From an optimization exercise on the open Yosys and OpenROAD flow, aimed at small area, a short achievable clock period and few clock cycles; shortcuts taken in it are not production practice. Where RTL was checked, it was by simulation tests only, not by an equivalence proof against the original.

Setup of v6:
Design kz_imgdigest, start of the top module:
module kz_imgdigest (
    input  wire         clk,
    input  wire         rst,         
    input  wire         in_valid,
    output wire         in_ready,
    input  wire [35:0]  in_w0,       
    input  wire [35:0]  in_w1,       
    input  wire         in_last,     
    output reg          out_valid,   
    output wire [255:0] digest       
);
Size in the first run: ~330 I/O pins, roughly 0.069 mm2 of cells after synthesis.
Settings: LEC_CHECK=0, CAP_MARGIN=20, CORE_MARGIN=2, CORE_UTILIZATION=50, SLEW_MARGIN=20, SYNTH_HIERARCHICAL=1; clock period 10.0 ns.
standard.sh (not shown) runs the stock make flow with config.mk's settings and CLKGATE_MAP_FILE= SYNTH_SCRIPT=/design/flow/synth_recipe.tcl, a recipe that flattens the netlist after the stock synthesis.
==> flow/flow/run.sh <==
#!/bin/bash
set -uo pipefail
bash standard.sh \
  "BUFFER_PORTS_ARGS=-buffer_cell sky130_fd_sc_hd__buf_1" \
  "CTS_ARGS=-sink_clustering_enable -repair_clock_nets -dont_use_dummy_load -sink_clustering_size 24 -sink_clustering_max_diameter 80 -buf_list sky130_fd_sc_hd__clkbuf_16" \
  SETUP_SLACK_MARGIN=5.4 \
  finish > standard_make.log 2>&1
Testbench counts of v6, summed over its fixed seeds: cycles 98,488.
Input changes introduced in v7 (baseline for comparison: v6):
--- a/flow/design.v
+++ b/flow/design.v
@@ -230,44 +230,47 @@
             R[i] <= R[i + 1];
         R[15] <= ins ? mw : (stall ? R[0] : wsch);
     end
     reg  [31:0] PA;          
     reg  [31:0] PE;          
     wire [31:0] hx  = foldx ? H6 : (prox ? vh : vg);
     wire [31:0] dx  = foldx ? H2 : (prox ? vd : vc);
     wire [31:0] h0s = first ? IV[255:224] : H0;
     wire [31:0] h0m = r62 ? h0s : 32'd0;
     wire [63:0] cp1 = csa(hx, kr, R[15]);
     wire [63:0] cp2 = csa(cp1[31:0], cp1[63:32], h0m);
-    wire [31:0] pan = cp2[31:0] + cp2[63:32];
+    wire [31:0] pan;
+    kz_add32 u_addpa (.a(cp2[31:0]), .b(cp2[63:32]), .s(pan));
     wire [63:0] cq2 = csa(cp1[31:0], cp1[63:32], dx);
-    wire [31:0] pen = cq2[31:0] + cq2[63:32];
+    wire [31:0] pen;
+    kz_add32 u_addpe (.a(cq2[31:0]), .b(cq2[63:32]), .s(pen));
     wire [31:0] h4f = (fold & first) ? IV[127:96] : H4;
     wire [31:0] h4e = fold ? h4f : 32'd0;
     wire [31:0] ch  = (ve & vf) ^ (~ve & vg);
     wire [31:0] s1  = bsig1(ve);
     wire [31:0] s0  = bsig0(va);
     wire [31:0] maj = (va & vb) ^ (va & vc) ^ (vb & vc);
     wire [63:0] ca1 = csa(maj, ch, PA);
     wire [63:0] ca2 = csa(s1, s0, ca1[31:0]);
     wire [63:0] ca3 = csa(ca2[31:0], ca2[63:32], ca1[63:32]);
     wire [31:0] an;
     kz_add32 u_adda (.a(ca3[31:0]), .b(ca3[63:32]), .s(an));
     wire [63:0] ce1 = csa(ch, PE, h4e);
     wire [63:0] ce2 = csa(s1, ce1[31:0], ce1[63:32]);
     wire [31:0] en;
     kz_add32 u_adde (.a(ce2[31:0]), .b(ce2[63:32]), .s(en));
     wire [31:0] iva = r61 ? IV[159:128] : (r62 ? IV[191:160] : IV[223:192]);
     wire [31:0] ive = r61 ? IV[31:0]    : (r62 ? IV[63:32]   : IV[95:64]);
-    wire [31:0] sa  = (first ? iva : H3) + va;
-    wire [31:0] se  = (first ? ive : H7) + ve;
+    wire [31:0] sa, se;
+    kz_add32 u_adds (.a(first ? iva : H3), .b(va), .s(sa));
+    kz_add32 u_addt (.a(first ? ive : H7), .b(ve), .s(se));
     wire        hen = (r61 | r62 | fold) & !stall;
     wire [255:0] rn = fold ? {an, sa, H1, H2, en, se, H5, H6}
                            : {an, va, vb, vc, en, ve, vf, vg};
     wire         ld = ini;
     always @(posedge clk) begin
         if (!stall) begin
             PA <= pan;
             PE <= pen;
         end
         if (ld | (ra & !stall))
             {va, vb, vc, vd, ve, vf, vg, vh} <= ld ? IV : rn;
Notes after the runs:
Compared with v6, v7 shows a higher number of standard cells after synthesis.
Of v7 and v6, v6 shows the lower setup slack, with v7 above it.
For number of clock sinks, v6 and v7 come out practically identical.
Overall die height delta for v7 relative to v6: 9.6 um higher
v6 has higher global-route total usage across every layer than v7.
Looking at sequential fraction of total cell area, v7 sits below v6.
v6 → v7: total die area shows an increase of about 5%, routed wire length rose 2.7%, setup slack of the worst register-to-register path now sits higher, proportion of layout cells with a drive suffix above 1 has decreased.
For v7, the cell with the biggest individual delay on the critical path was sky130_fd_sc_hd__fa_1, unlike v6, where it was sky130_fd_sc_hd__fa_2.
Only the layout flow was run in v7; the RTL was not checked for function there.

what the ideal ports hide:
The flow's constraints put no driver on any port. The routed layouts listed below were extracted and timed again, unchanged, in two steps. Step 1: set_driving_cell puts a clkbuf_16 on clk and a buf_2 on each other input, an assumption about the parent block. Step 2 moves the port delays by t, midway between the first and last clock arrival at a register: inputs arrive t later, outputs are due t later. That takes back most of the time a late clock gives input paths. Three values: ideal, step 1, step 2; two values: the first two.
| run | t (ns) | setup WS [ns] | hold slack, ns | clock arrival spread, ns | slew at the worst register clock pin (ns) |
|---|---|---|---|---|---|
| v6 | 0.772 | 5.364 / 5.364 / 5.364 | 0.277 / 0.277 / 0.277 | 0.112 / 0.112 | 0.10 / 0.10 |
| v7 | 0.778 | 5.428 / 5.428 / 5.251 | 0.247 / 0.247 / 0.247 | 0.126 / 0.126 | 0.10 / 0.10 |
After both steps setup and hold are still met in every run listed. The setup slack of v7, which loses most, moves by 0.000 ns with the drivers and by -0.177 ns with both steps.
